Background: an optimization exercise with open tools, aiming at small area, a short achievable clock period and few clock cycles per item. Do not read the settings as production practice.
RTL that was checked went through simulation tests only; none was proved equivalent to the original.

Setup of wip/harbor:
Design bf_rescale, start of the top module:
module bf_rescale (
    input  wire        clk,
    input  wire        rst,
    input  wire        start,
    input  wire [63:0] mask,
    input  wire [1:0]  rs_cap,
    output wire        ready,
    output reg         rd_en,
    output wire [5:0]  rd_addr,
    input  wire [31:0] rd_data,
    output reg         out_valid,
    output reg  [5:0]  out_idx,
    output reg  [12:0] out_i,
    output reg  [12:0] out_q,
    output reg         done,
    output wire [15:0] s_out,
    output wire [4:0]  exp_out,
    output wire        null_out
);
Size: ~3200 cells after synthesis, about 0.030 mm² of cells after synthesis.
Settings: LEC_CHECK=0, CAP_MARGIN=20, CORE_MARGIN=2, CORE_UTILIZATION=40, PLACE_DENSITY=0.6, SLEW_MARGIN=20; clock period 12.0 ns.
standard.sh (not shown) runs the stock make flow with config.mk's settings and CLKGATE_MAP_FILE= SYNTH_SCRIPT=/design/flow/synth_recipe.tcl, a recipe that flattens the netlist after the stock synthesis.
==> flow/flow/run.sh <==
#!/bin/bash
# The standard layout, with the setup repair aiming for a margin below the clock period
# and plain buffers (not delay cells) on the ports.
set -euo pipefail
bash standard.sh SETUP_SLACK_MARGIN=8 "BUFFER_PORTS_ARGS=-buffer_cell sky130_fd_sc_hd__buf_2" finish > standard_make.log 2>&1
--- input diff wip/harbor..wip/cedar ---
-- flow/design.v --
<<< wip/harbor, line 174
    wire [26:0] p_i = ya_i + yb_i;
    wire [26:0] p_q = ya_q + yb_q;
    wire [23:0] h_s = ya_i[23:0] ^ yb_i[23:0] ^ ya_q[23:0];
    wire [23:0] h_c = ((ya_i[23:0] & yb_i[23:0]) | (ya_i[23:0] & ya_q[23:0]) | (yb_i[23:0] & ya_q[23:0])) << 1;
    wire [23:0] g_s = h_s ^ h_c ^ yb_q[23:0];
    wire [23:0] g_c = ((h_s & h_c) | (h_s & yb_q[23:0]) | (h_c & yb_q[23:0])) << 1;
    wire first3 = (md3 != M_S) && fp3;
    wire nz_cur = ~m3 & nzd3;
>>> wip/cedar, line 174
    wire [26:0] p_i = ya_i + yb_i;
    wire [26:0] p_q = ya_q + yb_q;
    wire first3 = (md3 != M_S) && fp3;
    wire nz_cur = ~m3 & nzd3;
<<< wip/harbor, line 185
    wire       null_1 = anym_t & ~nz_t;
    reg        v4, m4, first4;
    reg [23:0] pw;
    always @(posedge clk) begin
        if (rst) begin
>>> wip/cedar, line 181
    wire       null_1 = anym_t & ~nz_t;
    reg        v4, m4, first4;
    reg [9:0]  hi_i, hi_q;
    always @(posedge clk) begin
        if (rst) begin
<<< wip/harbor, line 197
        end
        out_idx <= !fp3 ? out_idx + 6'd1 : (md3 == M_S) ? P2_FIRST : 6'd1;
        out_i   <= m3 ? 13'd0 : p_i[26:14];
        out_q   <= m3 ? 13'd0 : p_q[26:14];
        if (v3 && md3 != M_S) begin
            nz   <= nz_t;
>>> wip/cedar, line 193
        end
        out_idx <= !fp3 ? out_idx + 6'd1 : (md3 == M_S) ? P2_FIRST : 6'd1;
        out_i   <= sq ? p_i[12:0] : m3 ? 13'd0 : p_i[26:14];
        out_q   <= sq ? p_q[12:0] : m3 ? 13'd0 : p_q[26:14];
        hi_i    <= p_i[22:13];
        hi_q    <= p_q[22:13];
        if (v3 && md3 != M_S) begin
            nz   <= nz_t;
<<< wip/harbor, line 205
        m4     <= m3;
        first4 <= first3;
        pw     <= g_s + g_c;
    end
    reg [32:0] z;
>>> wip/cedar, line 203
        m4     <= m3;
        first4 <= first3;
    end
    reg [32:0] z;
<<< wip/harbor, line 222
    wire        sq_step = (state == S_DIV) && (cnt[0] == D_FIRST[0] + 1'b1) && (cnt >= D_FIRST + 6'd3);
    wire [15:0] cap_v   = cap_lo ? 16'd23170 : 16'd32768;
    wire        big     = ovf | (cap_lo & (root >= 15'd23170));
    always @(posedge clk) begin
>>> wip/cedar, line 219
    wire        sq_step = (state == S_DIV) && (cnt[0] == D_FIRST[0] + 1'b1) && (cnt >= D_FIRST + 6'd3);
    wire [15:0] cap_v   = cap_lo ? 16'd23170 : 16'd32768;
    wire [29:0] sq_i    = {7'd0, hi_i, out_i};
    wire [29:0] sq_q    = {7'd0, hi_q, out_q};
    wire        big     = ovf | (cap_lo & (root >= 15'd23170));
    always @(posedge clk) begin
<<< wip/harbor, line 227
            z <= {(q_bit ? dsub[29:0] : z[31:2]), z[1:0], 1'b0};
        else
            z <= (first4 ? 33'd0 : z) + (v4 ? {9'd0, pw} : 33'd0);
        s_rem <= (first4 ? 30'd0 : s_rem) + ((v4 & ~m4) ? {6'd0, pw} : 30'd0);
        if (in_div) begin
            qb <= {qb[0], q_bit};
>>> wip/cedar, line 226
            z <= {(q_bit ? dsub[29:0] : z[31:2]), z[1:0], 1'b0};
        else
            z <= {3'd0, (first4 ? 30'd0 : z[29:0]) + (v4 ? sq_i : 30'd0) + (v4 ? sq_q : 30'd0)};
        s_rem <= (first4 ? 30'd0 : s_rem) + ((v4 & ~m4) ? sq_i : 30'd0) + ((v4 & ~m4) ? sq_q : 30'd0);
        if (in_div) begin
            qb <= {qb[0], q_bit};
[summary]
- Critical path required time, wip/cedar and wip/harbor: larger value in wip/harbor
- Taking wip/harbor as the reference point, the area share of fa/ha/maj cells after synthesis of wip/cedar falls by 0.84 points.
- Number of instances in the synthesized netlist: wip/cedar vs wip/harbor up 0.98%
- Final cell count, wip/cedar and wip/harbor, higher one = wip/cedar.
- Worst setup path startpoint: v4 -> wip/cedar, ya_i[2] -> wip/harbor
- wip/cedar against wip/harbor: post-CTS setup buffer count has increased; maximum frequency has decreased; sequential cell count has decreased.
- The die area of wip/harbor and that of wip/cedar are within noise of each other.
Function was not checked in any run of this note: the RTL went through the layout flow alone.


Another version of the RTL of bf_rescale (not shown whole).
Size in the first run: roughly 3,100 cells after synthesis.
// bf_rescale
module bf_rescale (
    input  wire        clk,
    input  wire        rst,
    input  wire        start,
    input  wire [63:0] mask,
    input  wire [1:0]  rs_cap,
    output wire        ready,
    output reg         rd_en,
    output wire [5:0]  rd_addr,
    input  wire [31:0] rd_data,
    output reg         out_valid,
    output reg  [5:0]  out_idx,
    output reg  [12:0] out_i,
    output reg  [12:0] out_q,
    output reg         done,
    output wire [15:0] s_out,
    output wire [4:0]  exp_out,
    output wire        null_out
);
Settings: LEC_CHECK=0, CAP_MARGIN=20, CORE_MARGIN=2, CORE_UTILIZATION=40, PLACE_DENSITY=0.6, SLEW_MARGIN=20; clock period 12.0 ns.
Scripts as last shown in full above: flow/flow/run.sh
The first run completed without violations.
Rerun with:
--- a/flow/design.v
+++ b/flow/design.v
@@ -200,52 +200,52 @@
             nz   <= nz_t;
             anym <= anym_t;
         end
         m4     <= m3;
         first4 <= first3;
     end
     reg [33:0] z;
     reg [29:0] s_rem;
     reg [1:0]  qb;
     reg        ovf;
-    reg [14:0] root;
     reg [16:0] srem;
     wire        in_div  = (state == S_DIV) && (cnt >= D_FIRST);
     wire        d_neg   = z[33];
     wire [32:0] dsum    = {z[33:2], 1'b1} + {(d_neg ? {2'b00, s_rem} : ~{2'b00, s_rem}), ~d_neg};
     wire [31:0] dnew    = dsum[32:1];
     wire        q_bit   = ~dnew[31];
     wire        s_neg   = srem[16];
+    wire [14:0] root    = s_r[14:0];
     wire [18:0] ssh     = {srem, qb};
     wire [18:0] snew    = ssh + {(s_neg ? {2'b00, root} : ~{2'b00, root}), 2'b11};
     wire        s_bit   = ~snew[18];
     wire        sq_step = (state == S_DIV) && (cnt[0] == D_FIRST[0] + 1'b1) && (cnt >= D_FIRST + 6'd3);
     wire [15:0] cap_v   = cap_lo ? 16'd23170 : 16'd32768;
     wire [29:0] sq_i    = {7'd0, hi_i, out_i};
     wire [29:0] sq_q    = {7'd0, hi_q, out_q};
     wire        big     = ovf | (cap_lo & (root >= 15'd23170));
     always @(posedge clk) begin
         if (in_div)
             z <= {dnew[30:0], z[1:0], 1'b0};
         else
             z <= {4'd0, (first4 ? 30'd0 : z[29:0]) + (v4 ? sq_i : 30'd0) + (v4 ? sq_q : 30'd0)};
         s_rem <= (first4 ? 30'd0 : s_rem) + ((v4 & ~m4) ? sq_i : 30'd0) + ((v4 & ~m4) ? sq_q : 30'd0);
         if (in_div) begin
             qb <= {qb[0], q_bit};
             if (cnt == D_FIRST)
                 ovf <= q_bit;
         end
         if (state == S_DIV && cnt == D_FIRST) begin
-            root <= 15'd0;
+            s_r  <= 16'd0;
             srem <= 17'd0;
         end else if (sq_step) begin
-            root <= {root[13:0], s_bit};
+            s_r  <= {1'b0, root[13:0], s_bit};
             srem <= snew[16:0];
         end
         if (state == S_P2 && cnt == P2_FIRST) begin
             s_r    <= !nz ? 16'd0 : big ? cap_v : {1'b0, root};
             null_r <= !nz;
         end
         if (v3 && md3 == M_ONE && last3) begin
             s_r    <= null_1 ? 16'd0 : 16'd16384;
             null_r <= null_1;
         end
What happened:
- The changed run completed without violations
- wire length is lower by about 0.55%
- synthesized area falls by about 1.2%
- utilization is lower by 0.35 points
- setup slack improved by 0.25 ns
- non-clock buffer count drops by 31
- sequential share of layout area came out lower by 0.22 points
- global-route usage rose by 0.24 points
- critical path depth goes down by 4
- via count falls by 1.3%
- hold slack stays flat
No run of this note included a check of the RTL's function; only the layout flow was run.


Setup of old:
bf_rescale, a different RTL version from the one above (not shown whole).
For scale: ~3100 cells after synthesis, roughly 470 flip-flops, ~170 I/O pins, about 29000 um2 of cells after synthesis.
// bf_rescale
module bf_rescale (
    input  wire        clk,
    input  wire        rst,
    input  wire        start,
    input  wire [63:0] mask,
    input  wire [1:0]  rs_cap,
    output wire        ready,
    output reg         rd_en,
    output wire [5:0]  rd_addr,
    input  wire [31:0] rd_data,
    output reg         out_valid,
    output reg  [5:0]  out_idx,
    output reg  [12:0] out_i,
    output reg  [12:0] out_q,
    output reg         done,
    output wire [15:0] s_out,
    output wire [4:0]  exp_out,
    output wire        null_out
);
==> flow/config.mk <==
export PLATFORM = sky130hd
export DESIGN_NAME = bf_rescale
export DESIGN_NICKNAME = bf_rescale
export VERILOG_FILES = /design/flow/design.v
export SDC_FILE = /design/flow/constraint.sdc
export NUM_CORES = 4
export LEC_CHECK = 0
export CAP_MARGIN = 20
export CORE_MARGIN = 2
export CORE_UTILIZATION = 40
export PLACE_DENSITY = 0.6
export SLEW_MARGIN = 20
==> flow/constraint.sdc <==
create_clock -name core_clock -period 12.0 [get_ports {clk}]
set_input_delay 2.4000 -clock core_clock [delete_from_list [all_inputs] [get_ports {clk}]]
set_output_delay 2.4000 -clock core_clock [all_outputs]
set_load 0.01 [all_outputs]
==> flow/flow/run.sh <==
#!/bin/bash
# The standard layout, with the setup repair aiming for a margin below the clock period
# and plain buffers (not delay cells) on the ports.
set -euo pipefail
bash standard.sh SETUP_SLACK_MARGIN=8.6 CTS_CLUSTER_SIZE=20 CTS_CLUSTER_DIAMETER=100 "BUFFER_PORTS_ARGS=-buffer_cell sky130_fd_sc_hd__buf_2" finish > standard_make.log 2>&1
> inputs changed (old -> new)
-- flow/design.v --
<<< old, line 36
    reg        cap_hi, cap_lo;
    reg        two;                     
    reg [15:0] s_r;
    reg [4:0]  exp_r;
    reg        null_r;
    assign ready    = ready_o;
    assign rd_addr  = ra_r;
    assign s_out    = s_r;
    assign exp_out  = exp_r;
    assign null_out = null_r;
>>> new, line 36
    reg        cap_hi, cap_lo;
    reg        two;                     
    reg [15:0] s_r;                     
    reg [15:0] s_o;                     
    reg [4:0]  exp_r;
    reg        null_r;
    assign ready    = ready_o;
    assign rd_addr  = ra_r;
    assign s_out    = s_o;
    assign exp_out  = exp_r;
    assign null_out = null_r;
<<< old, line 265
        if (state == S_P2 && cnt == P2_FIRST) begin
            s_r    <= !nz ? 16'd0 : big ? cap_v : {1'b0, root};
            null_r <= !nz;
        end
        if (v3 && md3 == M_ONE && last3) begin
            s_r    <= null_1 ? 16'd0 : 16'd16384;
            null_r <= null_1;
        end
>>> new, line 266
        if (state == S_P2 && cnt == P2_FIRST) begin
            s_r    <= !nz ? 16'd0 : big ? cap_v : {1'b0, root};
            s_o    <= !nz ? 16'd0 : big ? cap_v : {1'b0, root};
            null_r <= !nz;
        end
        if (v3 && md3 == M_ONE && last3) begin
            s_o    <= null_1 ? 16'd0 : 16'd16384;
            null_r <= null_1;
        end
--- outcome ---
- new vs. old: relative area of clock buffers and inverters in the final design -0.17 points, routing usage on met3 ~0 delta, number of antenna violations at the first check in global routing -9.
- Run comparison: old start point of the critical path s_r[4]; new start point of the critical path s_o[14]
- Between old and new, final critical-path share of the clock period decreased.
- ~same final layout net count in new and old
- Final cell count without fillers across new and old: no real change.
- | fmax | new vs old | better |
- Diff old..new | residual antenna-violating net count after detailed routing | negligible
- The pin count of the biggest net entering global routing of new is lower than that of old.
- Against old as the reference, new delivers a higher met2 usage in global routing.
- Summary of new over old: total non-filler cell area in the finished layout now larger, total wirelength of the detailed-routed design now larger.
No run of this note included a check of the RTL's function; only the layout flow was run.


== onyx ==
The RTL this note starts from:
==> flow/design.v <==
module bf_rescale (
    input  wire        clk,
    input  wire        rst,
    input  wire        start,
    input  wire [63:0] mask,
    input  wire [1:0]  rs_cap,
    output wire        ready,
    output reg         rd_en,
    output wire [5:0]  rd_addr,
    input  wire [31:0] rd_data,
    output reg         out_valid,
    output reg  [5:0]  out_idx,
    output reg  [12:0] out_i,
    output reg  [12:0] out_q,
    output reg         done,
    output wire [15:0] s_out,
    output wire [4:0]  exp_out,
    output wire        null_out
);
    localparam [1:0] S_IDLE = 2'd0,
                     S_P1   = 2'd1,
                     S_DIV  = 2'd2,
                     S_P2   = 2'd3;
    localparam [5:0] P2_FIRST = 6'd34;
    localparam [5:0] P2_LAST  = 6'd33;
    localparam [1:0] M_SQ  = 2'd0,     
                     M_ONE = 2'd1,     
                     M_S   = 2'd2;     
    reg [1:0]  state;
    reg        ready_r;
    reg [5:0]  cnt;
    reg [63:0] mask_r;
    reg        cap_hi, cap_lo;
    reg        two;                     
    reg [15:0] s_r;
    reg [4:0]  exp_r;
    reg        null_r;
    assign ready    = ready_r;
    assign rd_addr  = cnt;
    assign s_out    = s_r;
    assign exp_out  = exp_r;
    assign null_out = null_r;
    wire accept = start & ready_r;
    wire last_rd = (state == S_P1 && cnt == 6'd63) || (state == S_P2 && cnt == P2_LAST);
    always @(posedge clk) begin
        cnt    <= accept ? 6'd0 : cnt + 6'd1;
        mask_r <= accept ? mask : {mask_r[0], mask_r[63:1]};
        if (accept) begin
            cap_hi <= rs_cap[1];
            cap_lo <= rs_cap[0];
        end
        if (state == S_P1 && cnt == 6'd0)
            two <= ~cap_hi & (|mask_r);
    end
    always @(posedge clk) begin
        if (rst) begin
            state   <= S_IDLE;
            rd_en   <= 1'b0;
            ready_r <= 1'b1;
        end else begin
            case (state)
                S_IDLE: begin
                    if (accept) begin
                        state   <= S_P1;
                        rd_en   <= 1'b1;
                        ready_r <= 1'b0;
                    end
                end
                S_P1: begin
                    if (cnt == 6'd62 && !two)
                        ready_r <= 1'b1;
                    if (cnt == 6'd63) begin
                        if (two) begin
                            state <= S_DIV;
                            rd_en <= 1'b0;
                        end else if (accept) begin
                            ready_r <= 1'b0;
                        end else begin
                            state <= S_IDLE;
                            rd_en <= 1'b0;
                        end
                    end
                end
                S_DIV: begin
                    if (cnt == P2_FIRST - 6'd1) begin
                        state <= S_P2;
                        rd_en <= 1'b1;
                    end
                end
                S_P2: begin
                    if (cnt == P2_LAST - 6'd1)
                        ready_r <= 1'b1;
                    if (cnt == P2_LAST) begin
                        if (accept) begin
                            state   <= S_P1;
                            ready_r <= 1'b0;
                        end else begin
                            state <= S_IDLE;
                            rd_en <= 1'b0;
                        end
                    end
                end
            endcase
        end
    end
    reg        v1, pa1, m1, last1;
    reg [5:0]  idx1;
    reg        v2, m2, last2;
    reg [1:0]  md2;
    reg [5:0]  idx2;
    reg [11:0] d_i, d_q;
    reg [4:0]  d_e;
    always @(posedge clk) begin
        if (rst) begin
            v1 <= 1'b0;
            v2 <= 1'b0;
        end else begin
            v1 <= rd_en;
            v2 <= v1;
        end
        pa1   <= (state == S_P1);
        m1    <= mask_r[0];
        last1 <= last_rd;
        idx1  <= cnt;
        m2    <= m1;
        last2 <= last1;
        idx2  <= idx1;
        md2   <= !pa1 ? M_S : (two ? M_SQ : M_ONE);
        d_i   <= rd_data[11:0];
        d_q   <= rd_data[23:12];
        d_e   <= rd_data[28:24];
    end
    wire        sq    = (md2 == M_SQ);
    wire [15:0] s_mul = (md2 == M_ONE) ? 16'd16384 : s_r;
    wire signed [16:0] x_i = sq ? {{5{d_i[11]}}, d_i} : {1'b0, s_mul};
    wire signed [16:0] x_q = sq ? {{5{d_q[11]}}, d_q} : {1'b0, s_mul};
    wire signed [28:0] p_i = $signed(d_i) * x_i;
    wire signed [28:0] p_q = $signed(d_q) * x_q;
    wire first2 = (md2 != M_S) && (idx2 == 6'd0);
    wire nz_cur = ~m2 & (|{d_i, d_q});
    reg        nz, anym;
    wire       nz_t   = (nz & ~first2) | nz_cur;
    wire       anym_t = (anym & ~first2) | m2;
    wire       null_1 = anym_t & ~nz_t;
    reg        v3, m3, first3;
    reg [23:0] pw;
    always @(posedge clk) begin
        if (rst) begin
            out_valid <= 1'b0;
            done      <= 1'b0;
            v3        <= 1'b0;
        end else begin
            out_valid <= v2 & ~sq;
            done      <= v2 & ~sq & last2;
            v3        <= v2 & sq;
        end
        out_idx <= idx2;
        out_i   <= m2 ? 13'd0 : p_i[26:14];
        out_q   <= m2 ? 13'd0 : p_q[26:14];
        if (v2 && !sq && idx2 == 6'd0)
            exp_r <= d_e;
        if (v2 && md2 != M_S) begin
            nz   <= nz_t;
            anym <= anym_t;
        end
        m3     <= m2;
        first3 <= first2;
        pw     <= {1'b0, p_i[22:0]} + {1'b0, p_q[22:0]};
    end
    reg [32:0] z;
    reg [29:0] s_rem;
    reg [1:0]  qb;
    reg        ovf;
    reg [14:0] root;
    reg [16:0] srem;
    wire        in_div  = (state == S_DIV) && (cnt >= 6'd3);
    wire [31:0] dsub    = {1'b0, z[32:2]} - {2'b00, s_rem};
    wire        q_bit   = ~dsub[31];
    wire [18:0] ssh     = {srem, qb};
    wire [18:0] strial  = {2'b00, root, 2'b01};
    wire [19:0] ssub    = {1'b0, ssh} - {1'b0, strial};
    wire        s_bit   = ~ssub[19];
    wire        sq_step = ((state == S_DIV) && !cnt[0] && cnt >= 6'd6) ||
                          ((state == S_P2) && cnt == P2_FIRST);
    wire [15:0] cap_v   = cap_lo ? 16'd23170 : 16'd32768;
    wire        big     = ovf | (cap_lo & (root >= 15'd23170));
    always @(posedge clk) begin
        if (v3) begin
            z     <= (first3 ? 33'd0 : z) + {9'd0, pw};
            s_rem <= (first3 ? 30'd0 : s_rem) + (m3 ? 30'd0 : {6'd0, pw});
        end else if (in_div) begin
            z <= {(q_bit ? dsub[29:0] : z[31:2]), z[1:0], 1'b0};
        end
        if (in_div) begin
            qb <= {qb[0], q_bit};
            if (cnt == 6'd3)
                ovf <= q_bit;
        end
        if (state == S_DIV && cnt == 6'd3) begin
            root <= 15'd0;
            srem <= 17'd0;
        end else if (sq_step) begin
            root <= {root[13:0], s_bit};
            srem <= s_bit ? ssub[16:0] : ssh[16:0];
        end
        if (state == S_P2 && cnt == P2_FIRST + 6'd1) begin
            s_r    <= !nz ? 16'd0 : big ? cap_v : {1'b0, root};
            null_r <= !nz;
        end
        if (v2 && md2 == M_ONE && last2) begin
            s_r    <= null_1 ? 16'd0 : 16'd16384;
            null_r <= null_1;
        end
    end
endmodule
export LEC_CHECK = 0
export CAP_MARGIN = 20
export CORE_MARGIN = 2
export CORE_UTILIZATION = 40
export PLACE_DENSITY = 0.6
export SLEW_MARGIN = 20
create_clock -name core_clock -period 12.0 [get_ports {clk}]
run.sh (not shown) runs the stock make flow with config.mk's settings and CLKGATE_MAP_FILE= SYNTH_SCRIPT=/design/flow/synth_recipe.tcl, a recipe that flattens the netlist after the stock synthesis.
Stock flow here: none of the scripts above is used.
What indigo does differently from onyx at the input level:
--- a/flow/design.v
+++ b/flow/design.v
@@ -135,6 +135,8 @@
     wire signed [16:0] x_i = sq ? {{5{d_i[11]}}, d_i} : {1'b0, s_mul};
     wire signed [16:0] x_q = sq ? {{5{d_q[11]}}, d_q} : {1'b0, s_mul};
-    wire signed [28:0] p_i = $signed(d_i) * x_i;
-    wire signed [28:0] p_q = $signed(d_q) * x_q;
+    wire signed [11:0] d_is = d_i;
+    wire signed [11:0] d_qs = d_q;
+    wire signed [28:0] p_i = d_is * x_i;
+    wire signed [28:0] p_q = d_qs * x_q;
     wire first2 = (md2 != M_S) && (idx2 == 6'd0);
     wire nz_cur = ~m2 & (|{d_i, d_q});
Findings:
- Compared with onyx, in indigo die area shows no meaningful change; critical path depth shows no meaningful change.
- From indigo to onyx, cell count did not move at all.
- Going from onyx to indigo, simple-gate area share of the yosys netlist saw little to no change, final-layout clock buffer total ~0 delta, global-route wire length before repair now sits at about the same level, total wire length after detailed routing about even.
- Taking onyx as the reference, in indigo final critical-path required period held steady; number of enable-type register cells in the synthesized netlist held steady.
- Worst setup slack came out exactly the same in indigo and onyx.
Testbench counts of indigo, summed over its fixed seeds: cycles 42,926, items 384.
No functional check of the RTL was part of onyx.

## re-timing with driven ports
In the flow no input, the clock included, has a driving cell. The finished layouts below were timed again as built, in two steps.
Step 1 (the two cells are an assumption about what drives the block):
set clk [get_ports {clk}]
set_driving_cell -lib_cell sky130_fd_sc_hd__clkbuf_16 $clk
set_driving_cell -lib_cell sky130_fd_sc_hd__buf_2 [delete_from_list [all_inputs] $clk]
Step 2, shift: input delay + t, output delay - t, t = (earliest + latest rising clock arrival at the registers) / 2. This alone moves slack from input paths to output paths.
a / b / c = ideal ports / drivers / drivers and shift; a / b = the first two.
| run | shift t [ns] | setup WS [ns] | worst setup path at the end | clock arrival spread, ns | worst data-port slew with drivers (ns) |
|---|---|---|---|---|---|
| wip/harbor | 0.673 | 8.121 / 8.121 / 8.121 | register to register | 0.031 / 0.030 | 0.08 |
| wip/cedar | 0.661 | 8.077 / 8.077 / 8.077 | register to register | 0.035 / 0.035 | 0.08 |
| the first run of note 2 | 0.679 | 7.917 / 7.917 / 7.917 | register to register | 0.038 / 0.037 | 0.07 |
| the second run of note 2 | 0.661 | 8.168 / 8.136 / 8.158 | input to register | 0.026 / 0.026 | 0.10 |
| old | 0.681 | 8.326 / 8.265 / 8.251 | input to register | 0.038 / 0.037 | 0.08 |
| new | 0.688 | 8.405 / 8.347 / 8.281 | input to register | 0.047 / 0.047 | 0.08 |
| onyx | 0.626 | 4.049 / 4.049 / 4.049 | register to register | 0.027 / 0.026 | 0.06 |
| indigo | 0.626 | 4.049 / 4.049 / 4.049 | register to register | 0.027 / 0.026 | 0.06 |
After both steps every run listed still meets setup and hold. The setup slack of new, which loses most, moves by -0.058 ns with the drivers and by -0.124 ns with both steps.
